Context: an optimization exercise on an open-source flow, tuned for small area, a short achievable clock period and few clock cycles. The choices shown serve that exercise and are no tape-out recipe. At most, simulation tests tie the RTL to the original design; equivalence was not proved.

==> inputs of run a <==
Design fblc_dec, start of the top module:
module fblc_dec (
    input  wire        clk,
    input  wire        rst_n,
    input  wire        in_valid,
    input  wire [7:0]  in_data,
    input  wire        in_last,
    output wire        in_ready,
    output wire        out_valid,
    input  wire        out_ready,
    output wire [15:0] out_syms,
    output wire [3:0]  out_count,
    output reg         done_valid,
    output reg  [3:0]  done_detail,
    output wire [31:0] done_bitoff,
    output wire [31:0] done_bytes
);
    localparam FN = 9;       
    localparam FD = 4;       
    localparam [3:0] P_HDR   = 4'd0,
                     P_TOK   = 4'd1,
                     P_G2    = 4'd2,
                     P_LITD  = 4'd3,
                     P_SPRE  = 4'd4,
                     P_SVOFF = 4'd5,
                     P_SRSYM = 4'd6,
                     P_SGZ   = 4'd7,
                     P_SGB   = 4'd8,
                     P_SEND  = 4'd9,
                     P_ISS   = 4'd10,
                     P_SKIP  = 4'd11,
                     P_FIN   = 4'd12;
    localparam [1:0] K_LIT = 2'd0, K_RUN = 2'd1, K_VERT = 2'd2, K_HIST = 2'd3;
    integer i;
    reg [3:0]  pst;
    reg [3:0]  hcnt;
    reg        he1, he2, he3, he4, he5, hhr;
    reg        hlo6;             
    reg [1:0]  htop;             
    reg [2:0]  hm;               
    reg [23:0] hlines;
    reg        hfull;            
    reg        h13;              
    reg        hlast;            
    reg [2:0]  wm;               
    reg [31:0] bb;
    reg [5:0]  bn;
    reg        iend;             
    reg [8:0]  fq [0:FD-1];      
    reg [2:0]  fn;
    wire       dend = iend && (fn == 3'd0);    
    reg [28:0] btk;              
    reg [31:0] tstart;
    reg [31:0] rem;
    reg [8:0]  colu;             
    reg [8:0]  pp;               
    reg [9:0]  fill;             
    reg [1:0]  kind;
    reg [1:0]  tsym;
    reg [2:0]  vof;
    reg [9:0]  hdist;
    reg        pre1;
    reg [1:0]  fcnt;
    reg        gdist;
    reg [4:0]  gz;
    reg [4:0]  gleft;
    reg [23:0] gval;
    reg [2:0]  ecnt;
    reg [3:0]  detail;
    reg [31:0] st_val;           
    reg        st_off;
    reg        st_ok;
    assign done_bitoff = st_off ? st_val : 32'd0;
  ...
clock: 8.0 ns
lec_check: 0
abc_clock_period_in_ps: 5000
cap_margin: 20
cell_pad_in_sites_detail_placement: 1
cell_pad_in_sites_global_placement: 2
core_margin: 2
core_utilization: 30
gpl_routability_driven: 1
place_density: 0.45
setup_slack_margin: 2.0
slew_margin: 20
run.sh (not shown) runs the stock make flow with config.mk's settings and CLKGATE_MAP_FILE= SYNTH_SCRIPT=/design/flow/synth_recipe.tcl, a recipe that flattens the netlist after the stock synthesis.
==> run b: changes against run a <==
--- a/flow/design.v
+++ b/flow/design.v
@@ -63,17 +63,16 @@
     reg        gdist;
     reg [4:0]  gz;
     reg [4:0]  gleft;
     reg [23:0] gval;
     reg [2:0]  ecnt;
     reg [3:0]  detail;
-    reg [31:0] st_val;           
     reg        st_off;
     reg        st_ok;
-    assign done_bitoff = st_off ? st_val : 32'd0;
-    assign done_bytes  = st_ok  ? st_val : 32'd0;
+    assign done_bitoff = st_off ? tstart : 32'd0;
+    assign done_bytes  = st_ok  ? 32'd16 + ((tstart + 32'd12) >> 3) : 32'd0;
     reg        pend;             
     wire [8:0] wid = {wm, 6'd0};
     reg        cv;
     reg        ccopy;            
     reg        cvert;
     reg [23:0] cleft;
@@ -97,28 +96,48 @@
     wire       emit   = cv && ofree;
     wire [3:0] ecount = cge8 ? 4'd8 : {1'b0, cleft[2:0]};
     wire       elast  = cle8;
     wire [8:0] cqn    = {cqw0, cq0} + {5'd0, ecount};
     wire       cfree  = !cv || (emit && elast);
     wire       done_fire = pend && !cv && ofree;
+    reg        wv;
+    reg [8:0]  wep;              
+    reg [3:0]  wcnt;
+    reg [15:0] wdr;              
+    reg [7:0]  wm0, wm1;         
+    reg [63:0] woh0, woh1;       
+    reg [47:0] wab;              
+    reg [2:0]  mk;
+    always @(*) begin
+        for (i = 0; i < 8; i = i + 1) begin
+            mk = i[2:0] - wep[2:0];
+            wm0[i] = wv && ({1'b0, mk} < wcnt) && (i >= wep[2:0]);
+            wm1[i] = wv && ({1'b0, mk} < wcnt) && (i < wep[2:0]);
+            wab[6*i +: 6] = wep[8:3] + ((i < wep[2:0]) ? 6'd1 : 6'd0);
+        end
+        for (i = 0; i < 64; i = i + 1)
+            woh0[i] = (wep[8:3] == i);
+        woh1 = {woh0[62:0], woh0[63]};
+    end
     reg [15:0] rd;               
     reg [2:0]  rsel [0:7];       
     reg [7:0]  rmk;              
+    reg [15:0] cpy;              
     reg [15:0] wdc;              
     reg [15:0] wdl;              
     reg [15:0] esyms;            
     reg [15:0] wd;               
     reg [5:0]  ra;
     reg [2:0]  kk;
     reg [3:0]  ln;
     reg [2:0]  wk;
-    reg [2:0]  ek;
     always @(*) begin
         for (i = 0; i < 8; i = i + 1) begin
             ra = (i < cq0) ? cqw1 : cqw0;
-            rd[2*i +: 2] = hist[2*(8*ra + i) +: 2];
+            rd[2*i +: 2] = ((wm0[i] || wm1[i]) && wab[6*i +: 6] == ra) ? wdr[2*i +: 2]
+                                                                    : hist[2*(8*ra + i) +: 2];
         end
         for (i = 0; i < 8; i = i + 1) begin
             case (crep)
                 3'd1: kk = 3'd0;
                 3'd2: kk = i % 2;
                 3'd3: kk = i % 3;
@@ -128,44 +147,29 @@
                 3'd7: kk = i % 7;
                 default: kk = i;
             endcase
             ln = {1'b0, kk};
             rsel[i] = cq0 + kk;
             rmk[i]  = ($signed({7'd0, ln}) >= clo) && (!cvert || $signed({7'd0, i[3:0]}) < chi);
+            cpy[2*i +: 2] = rmk[i] ? rd[2*rsel[i] +: 2] : 2'd0;
         end
         for (i = 0; i < 8; i = i + 1) begin
             wk = i[2:0] - ep[2:0];
             wdc[2*i +: 2] = rmk[wk] ? rd[2*rsel[wk] +: 2] : 2'd0;
             wdl[2*i +: 2] = clit[2*wk +: 2];
         end
-        wd = ccopy ? wdc : wdl;
-        for (i = 0; i < 8; i = i + 1) begin
-            ek = ep[2:0] + i[2:0];
-            esyms[2*i +: 2] = wd[2*ek +: 2];
-        end
-    end
-    reg [7:0]  wm0, wm1;         
-    reg [63:0] woh0, woh1;       
-    reg [2:0]  mk;
-    always @(*) begin
-        for (i = 0; i < 8; i = i + 1) begin
-            mk = i[2:0] - ep[2:0];
-            wm0[i] = emit && ({1'b0, mk} < ecount) && (i >= ep[2:0]);
-            wm1[i] = emit && ({1'b0, mk} < ecount) && (i < ep[2:0]);
-        end
-        for (i = 0; i < 64; i = i + 1)
-            woh0[i] = (ep[8:3] == i);
-        woh1 = {woh0[62:0], woh0[63]};
+        wd    = ccopy ? wdc : wdl;
+        esyms = ccopy ? cpy : clit;
     end
     genvar gw, gb;
     generate
         for (gw = 0; gw < 64; gw = gw + 1) begin : g_word
             for (gb = 0; gb < 8; gb = gb + 1) begin : g_bank
                 always @(posedge clk)
                     if ((woh0[gw] && wm0[gb]) || (woh1[gw] && wm1[gb]))
-                        hist[2*(8*gw+gb) +: 2] <= wd[2*gb +: 2];
+                        hist[2*(8*gw+gb) +: 2] <= wdr[2*gb +: 2];
             end
         end
     endgenerate
     wire [1:0] pre = bb[31:30];
     function [15:0] gdec(input [20:0] x);    
         reg [3:0] z;
@@ -227,25 +231,20 @@
     wire       g_e9 = gdist && (gcand > 24'd512);
     wire       g_e7 = !gdist && ({8'd0, gcand} > rem);
     wire       g_e8 = !gdist && (kind == K_VERT) && (gcand > {15'd0, line_left});
     wire       g_err = g_e9 || g_e7 || g_e8;
     wire [3:0] g_det = g_e9 ? 4'd9 : g_e7 ? 4'd7 : 4'd8;
     wire [3:0]  lnum  = (gval[23:3] != 21'd0) ? 4'd8 : {1'b0, gval[2:0]};    
-    wire [15:0] lsrc  = (pst == P_LITD) ? bb[31:16] :
-                        (gzc[1:0] == 2'd0) ? bb[28:13] :
-                        (gzc[1:0] == 2'd1) ? bb[26:11] :
-                        (gzc[1:0] == 2'd2) ? bb[24:9] : bb[22:7];
+    wire [15:0] lsrc  = bb[31:16];
     wire [15:0] ldata;
     genvar gl;
     generate
         for (gl = 0; gl < 8; gl = gl + 1) begin : g_lit
             assign ldata[2*gl +: 2] = lsrc[15-2*gl -: 2];
         end
     endgenerate
-    wire [5:0]  lneed = {1'b0, gzc[1:0], 1'b0} + {1'b0, gv[3:0], 1'b0} + 6'd3;
-    wire        lwhole = (gv <= 10'd8) && (lneed <= bn);
     wire end_ok = (bn >= 6'd5) && (bb[31:27] == 5'b10111);
     wire can_iss = cfree && (!pend || done_fire);
     reg        iss;              
     reg        upd;              
     reg [1:0]  ikind;
     reg [23:0] iL;
@@ -266,23 +265,20 @@
         sz    = gzc;
         case (pst)
             P_TOK: begin
                 ikind = pre;
                 iv    = bb[29:27];
                 isym  = bb[29:28];
-                if (rem_z) begin
+                if (pend) begin
+                    acc = 1'b0;
+                end else if (rem_z) begin
                     sa  = 3'd5;
                     sz  = 4'd0;
                     acc = end_ok;
                 end else if (!tok_v7 && fast_bits && !fast_bad) begin
-                    if (pre == K_LIT && lwhole && can_iss) begin
-                        acc  = 1'b1;
-                        upd  = 1'b1;
-                        iss  = 1'b1;
-                        sz   = gzc + gv[3:0];
-                    end else if (pre == K_HIST || pre == K_LIT) begin
+                    if (pre == K_HIST || pre == K_LIT) begin
                         acc = 1'b1;
                     end else if (can_iss) begin
                         acc  = 1'b1;
                         upd  = 1'b1;
                         iss  = 1'b1;
                     end
@@ -306,13 +302,13 @@
                     upd  = 1'b1;
                     iss  = 1'b1;
                 end
             end
             P_ISS: begin
                 iL = gval;
-                if (kind == K_LIT) begin
+                if (kind == K_LIT || !issw) begin
                 end else if (can_iss) begin
                     upd = 1'b1;
                     iss = 1'b1;
                 end
             end
             P_SPRE, P_SVOFF, P_SRSYM, P_SGZ, P_SGB, P_SEND: begin
@@ -337,20 +333,25 @@
                 default:          mod3_18 = 2'd2;
             endcase
         end
     endfunction
     wire [9:0] iLf = (pst == P_LITD) ? {6'd0, lnum} : gv;
     reg  [7:0] lmod;
+    reg  [7:0] lms;              
+    reg        issw;
+    always @(posedge clk) begin
+        case (wm)
+            3'd2:    lms <= {1'b0, gval[6:0]};
+            3'd3:    lms <= {mod3_18(gval[23:6]), gval[5:0]};
+            3'd4:    lms <= gval[7:0];
+            default: lms <= {2'b0, gval[5:0]};
+        endcase
+    end
     always @(*) begin
         if (pst == P_ISS) begin
-            case (wm)
-                3'd2:    lmod = {1'b0, gval[6:0]};
-                3'd3:    lmod = {mod3_18(gval[23:6]), gval[5:0]};
-                3'd4:    lmod = gval[7:0];
-                default: lmod = {2'b0, gval[5:0]};
-            endcase
+            lmod = lms;
         end else begin
             case (wm)
                 3'd2:    lmod = {1'b0, iLf[6:0]};
                 3'd3:    lmod = {mod3_18({14'd0, iLf[9:6]}), iLf[5:0]};
                 3'd4:    lmod = iLf[7:0];
                 default: lmod = {2'b0, iLf[5:0]};
@@ -361,17 +362,22 @@
     wire [10:0] fsum    = {1'b0, fill} + ((pst == P_ISS) ? ((gval[23:10] != 14'd0) ? 11'd1024 : {1'b0, gval[9:0]})
                                                          : {1'b0, iLf});
     wire [10:0] rlo     = {1'b0, rem[9:0]} - {1'b0, iLf};
     wire [21:0] rhim1   = rem[31:10] - 22'd1;
     wire [31:0] rem_fast = {rlo[10] ? rhim1 : rem[31:10], rlo[9:0]};
     wire [9:0]  fillnxt = (fsum >= 11'd512) ? 10'd512 : fsum[9:0];
-    wire [8:0]  vd    = wid + 9'd3 - {6'd0, iv};                         
-    wire signed [10:0] vs   = $signed({3'd0, col}) + $signed({8'd0, iv}) - 11'sd3;
-    wire signed [10:0] vlo1 = -vs;
-    wire signed [10:0] vlo2 = $signed({2'd0, vd}) - $signed({1'b0, fill});
-    wire [8:0]  cqv  = pp - vd;
+    wire [8:0]  vd3   = wid + 9'd3;
+    wire [8:0]  pvd   = pp - vd3;
+    wire signed [10:0] vl1b = 11'sd3 - $signed({3'd0, col});                       
+    wire signed [10:0] vl2b = $signed({2'd0, vd3}) - $signed({1'b0, fill});       
+    wire signed [10:0] vhib = $signed({2'd0, line_left}) + 11'sd3;                
+    wire [8:0]  vd    = vd3 - {6'd0, iv};
+    wire signed [10:0] vlo1 = vl1b - $signed({8'd0, iv});
+    wire signed [10:0] vlo2 = vl2b - $signed({8'd0, iv});
+    wire signed [10:0] vhi  = vhib - $signed({8'd0, iv});
+    wire [8:0]  cqv  = pvd + {6'd0, iv};
     wire [8:0]  cqh  = pp - hdist[8:0];
     wire signed [10:0] hlo  = $signed({1'b0, hdist}) - $signed({1'b0, fill});
     wire        hacc   = !hfull && (pst == P_HDR || iend);
     wire        hfire  = hacc && in_valid;
     wire [3:0]  h_det  = he1 ? 4'd1 : he2 ? 4'd2 : he3 ? 4'd3 : he4 ? 4'd4 : he5 ? 4'd5 : 4'd0;
     wire [25:0] hlm    = (hm == 3'd1) ? {2'd0, hlines} :
@@ -384,13 +390,14 @@
     wire        ffire = body_st && in_valid && !iend && fn != FD;
     wire        bfire = body_st && fn != 3'd0 && bn <= 6'd24;
     wire [31:0] bba   = bb | (bfire ? ({fq[0][7:0], 24'd0} >> bn) : 32'd0);
     wire [5:0]  bnf   = bn + (bfire ? 6'd8 : 6'd0);
     wire [31:0] bsa   = bba << sa;
     wire [31:0] bsz   = bsa << {sz, 1'b0};
-    wire [5:0]  bna   = bnf - {3'd0, sa} - {1'b0, sz, 1'b0};
+    wire [5:0]  bnsa  = bnf - {3'd0, sa};
+    wire [5:0]  bna   = bnsa - {1'b0, sz, 1'b0};
     localparam [4:0] END_PAT = 5'b10111;
     always @(posedge clk) begin
         if (!rst_n) begin
             pst    <= P_HDR;
             hcnt   <= 4'd0;
             he1 <= 1'b0; he2 <= 1'b0; he3 <= 1'b0; he4 <= 1'b0; he5 <= 1'b0; hhr <= 1'b0;
@@ -423,15 +430,15 @@
             gz     <= 5'd0;
             gleft  <= 5'd0;
             gval   <= 24'd0;
             ecnt   <= 3'd0;
             detail <= 4'd0;
             pend   <= 1'b0;
+            issw   <= 1'b0;
             done_valid  <= 1'b0;
             done_detail <= 4'd0;
-            st_val      <= 32'd0;
             st_off      <= 1'b0;
             st_ok       <= 1'b0;
             cv     <= 1'b0;
             ccopy  <= 1'b0;
             cvert  <= 1'b0;
             cleft  <= 24'd0;
@@ -443,18 +450,26 @@
             clo    <= 11'sd0;
             chi    <= 11'sd0;
             crep   <= 3'd0;
             clit   <= 16'd0;
             ep     <= 9'd0;
             ov     <= 1'b0;
+            wv     <= 1'b0;
+            wep    <= 9'd0;
+            wcnt   <= 4'd0;
+            wdr    <= 16'd0;
             osyms  <= 16'd0;
             ocnt   <= 4'd0;
         end else begin
             done_valid <= done_fire;
             if (done_fire) pend <= 1'b0;
+            wv <= emit;
             if (emit) begin
+                wep   <= ep;
+                wcnt  <= ecount;
+                wdr   <= wd;
                 ov    <= 1'b1;
                 osyms <= esyms;
                 ocnt  <= ecount;
                 ep    <= ep + {5'd0, ecount};
                 {cqw0, cq0} <= cqn;
                 cqw1  <= cqn[8:3] + 6'd1;
@@ -489,25 +504,25 @@
                     K_VERT: begin
                         ccopy <= 1'b1;
                         cvert <= 1'b1;
                         cleft <= iL;
                         cge8  <= iL >= 24'd8;
                         cle8  <= iL <= 24'd8;
-                        {cqw0, cq0} <= pp - vd;
+                        {cqw0, cq0} <= cqv;
                         cqw1  <= cqv[8:3] + 6'd1;
                         clo   <= (vlo1 > vlo2) ? vlo1 : vlo2;
-                        chi   <= $signed({2'd0, wid}) - vs;
+                        chi   <= vhi;
                         crep  <= 3'd0;
                     end
                     default: begin
                         ccopy <= 1'b1;
                         cvert <= 1'b0;
                         cleft <= iL;
                         cge8  <= iL >= 24'd8;
                         cle8  <= iL <= 24'd8;
-                        {cqw0, cq0} <= pp - hdist[8:0];
+                        {cqw0, cq0} <= cqh;
                         cqw1  <= cqh[8:3] + 6'd1;
                         clo   <= hlo;
                         chi   <= 11'sd0;
                         crep  <= (hdist < 10'd8) ? hdist[2:0] : 3'd0;
                     end
                 endcase
@@ -592,24 +607,26 @@
                 vof    <= bb[29:27];
                 tsym   <= bb[29:28];
                 fcnt   <= 2'd0;
                 ecnt   <= 3'd0;
                 gz     <= 5'd0;
                 gdist  <= 1'b0;
-                if (rem_z) begin
+                if (pend) begin
+                    tstart <= tstart;
+                end else if (rem_z) begin
                     if (end_ok) begin
                         detail <= 4'd0;
                         pst    <= P_SKIP;
                     end else if (bn >= 6'd5 || dend) begin
                         pst <= P_SEND;
                     end
                 end else if (acc) begin
                     if (pre == K_HIST) begin
                         hdist <= gv;
                         pst  <= P_G2;
-                    end else if (pre == K_LIT && !iss) begin
+                    end else if (pre == K_LIT) begin
                         gval <= {14'd0, gv};
                         pst  <= P_LITD;
                     end
                 end else if (tok_serial) begin
                     pst <= P_SPRE;
                 end
@@ -630,16 +647,19 @@
                 end else if (dend && {1'b0, lnum, 1'b0} > {1'b0, bn}) begin
                     detail <= 4'd12;
                     pst    <= P_SKIP;
                 end
             end
             P_ISS: begin
+                issw <= 1'b1;
                 if (kind == K_LIT) begin
+                    issw <= 1'b0;
                     pst  <= P_LITD;
                 end else if (iss) begin
-                    pst <= P_TOK;
+                    issw <= 1'b0;
+                    pst  <= P_TOK;
                 end
             end
             P_SPRE: begin
                 if (!shave) begin
                     if (dend) begin detail <= 4'd12; pst <= P_SKIP; end
                 end else if (fcnt == 2'd0) begin
@@ -758,13 +778,12 @@
                 if (iend || (in_valid && in_last)) pst <= P_FIN;
             end
             P_FIN: begin
                 if (!pend) begin
                     pend        <= 1'b1;
                     done_detail <= detail;
-                    st_val      <= (detail == 4'd0) ? 32'd16 + ((tstart + 32'd12) >> 3) : tstart;
                     st_off      <= (detail >= 4'd6 && detail <= 4'd12);
                     st_ok       <= (detail == 4'd0);
                     if (detail != 4'd0) fill <= 10'd0;
                     detail <= 4'd0;
                     iend   <= 1'b0;
                     bb     <= 32'd0;
==> run c: changes against run a <==
--- a/flow/design.v
+++ b/flow/design.v
@@ -306,13 +306,13 @@
                     upd  = 1'b1;
                     iss  = 1'b1;
                 end
             end
             P_ISS: begin
                 iL = gval;
-                if (kind == K_LIT) begin
+                if (kind == K_LIT || !issw) begin
                 end else if (can_iss) begin
                     upd = 1'b1;
                     iss = 1'b1;
                 end
             end
             P_SPRE, P_SVOFF, P_SRSYM, P_SGZ, P_SGB, P_SEND: begin
@@ -337,20 +337,25 @@
                 default:          mod3_18 = 2'd2;
             endcase
         end
     endfunction
     wire [9:0] iLf = (pst == P_LITD) ? {6'd0, lnum} : gv;
     reg  [7:0] lmod;
+    reg  [7:0] lms;              
+    reg        issw;
+    always @(posedge clk) begin
+        case (wm)
+            3'd2:    lms <= {1'b0, gval[6:0]};
+            3'd3:    lms <= {mod3_18(gval[23:6]), gval[5:0]};
+            3'd4:    lms <= gval[7:0];
+            default: lms <= {2'b0, gval[5:0]};
+        endcase
+    end
     always @(*) begin
         if (pst == P_ISS) begin
-            case (wm)
-                3'd2:    lmod = {1'b0, gval[6:0]};
-                3'd3:    lmod = {mod3_18(gval[23:6]), gval[5:0]};
-                3'd4:    lmod = gval[7:0];
-                default: lmod = {2'b0, gval[5:0]};
-            endcase
+            lmod = lms;
         end else begin
             case (wm)
                 3'd2:    lmod = {1'b0, iLf[6:0]};
                 3'd3:    lmod = {mod3_18({14'd0, iLf[9:6]}), iLf[5:0]};
                 3'd4:    lmod = iLf[7:0];
                 default: lmod = {2'b0, iLf[5:0]};
@@ -423,12 +428,13 @@
             gz     <= 5'd0;
             gleft  <= 5'd0;
             gval   <= 24'd0;
             ecnt   <= 3'd0;
             detail <= 4'd0;
             pend   <= 1'b0;
+            issw   <= 1'b0;
             done_valid  <= 1'b0;
             done_detail <= 4'd0;
             st_val      <= 32'd0;
             st_off      <= 1'b0;
             st_ok       <= 1'b0;
             cv     <= 1'b0;
@@ -630,16 +636,19 @@
                 end else if (dend && {1'b0, lnum, 1'b0} > {1'b0, bn}) begin
                     detail <= 4'd12;
                     pst    <= P_SKIP;
                 end
             end
             P_ISS: begin
+                issw <= 1'b1;
                 if (kind == K_LIT) begin
+                    issw <= 1'b0;
                     pst  <= P_LITD;
                 end else if (iss) begin
-                    pst <= P_TOK;
+                    issw <= 1'b0;
+                    pst  <= P_TOK;
                 end
             end
             P_SPRE: begin
                 if (!shave) begin
                     if (dend) begin detail <= 4'd12; pst <= P_SKIP; end
                 end else if (fcnt == 2'd0) begin
--- a/flow/config.mk
+++ b/flow/config.mk
@@ -10,8 +10,8 @@
 export CELL_PAD_IN_SITES_DETAIL_PLACEMENT = 1
 export CELL_PAD_IN_SITES_GLOBAL_PLACEMENT = 2
 export CORE_MARGIN = 2
 export CORE_UTILIZATION = 30
 export GPL_ROUTABILITY_DRIVEN = 1
 export PLACE_DENSITY = 0.45
-export SETUP_SLACK_MARGIN = 2.0
+export SETUP_SLACK_MARGIN = 3.0
 export SLEW_MARGIN = 20
==> impl_metrics.ini <==
[worst_setup_path]
r2r.worst_path.cells = 43
startpoint = bb[26]$_SDFF_PN0_
total_stage_count_of_the_critical_path = 43

[final_layout]
layout.core_utilization = 0.359
register_area_sq_um = 40000
most-common-layout-cells = edfxtp_1, nor2_1, nand2_1
buffers_excl_clock = 683

[power]
power_consumed_by_combinational_cells_mw = 22.2
switchingPower_mw = 18.4
power_frac_seq = 0.246

[run_status]
outcome = complete, no violations

[global_routing]
grt_pass1_wl_um = 615000
Source of the figures above: run a

==> impl_metrics.ini <==
[power]
power_consumed_by_combinational_cells_mw = 27.8
switchingPower_mw = 21.2

[worst_setup_path]
total_stage_count_of_the_critical_path = 37
r2r.worst_path.cells = 37

[final_layout]
buffers_excl_clock = 855
register_area_sq_um = 40200

[run_status]
outcome = complete, no violations

[global_routing]
grt_pass1_wl_um = 610000
Source of the figures above: run c

==> impl_metrics.ini <==
[worst_setup_path]
r2r.worst_path.cells = 24
total_stage_count_of_the_critical_path = 24
startpoint = gval[15]$_SDFFE_PN0P_

[final_layout]
layout.core_utilization = 0.349
register_area_sq_um = 40100
most-common-layout-cells = nor2_1, edfxtp_1, nand2_1
buffers_excl_clock = 529

[routing]
routed_wirelength_um = 435000

[power]
power_frac_seq = 0.223
power.sequential.total_mw = 9.88
cellLeakagePower_nw = 39.2
switchingPower_mw = 20.7

[global_routing]
grt_pass1_wl_um = 623000

[run_status]
outcome = complete, no violations
Source of the figures above: run b

Testbench counts of run a, summed over its fixed seeds: cycles 9,047.
Testbench counts of run b, summed over its fixed seeds: cycles 9,125.
The RTL of run c was laid out without a check of its function.

-- separate check: timing with driven ports --
Ports are ideal in the flow. The routed layouts listed here were re-timed in OpenROAD. Step 1, drivers: a clkbuf_16 drives clk and a buf_2 each remaining input, both assumed. Step 2 also shifts input and output timing later by t, the mid clock arrival at the registers, as if the neighbouring blocks saw the same clock. Three values: ideal, step 1, step 2; two values: the first two.
run | shift t [ns] | setup WS [ns] | slew at the worst register clock pin (ns)
run a | 0.988 | 0.717 / 0.717 / 0.717 | 0.07 / 0.07
run b | 0.960 | 2.188 / 2.188 / 2.188 | 0.07 / 0.07
run c | 0.953 | 0.843 / 0.843 / 0.843 | 0.08 / 0.08
After both steps every run listed still meets setup and hold.
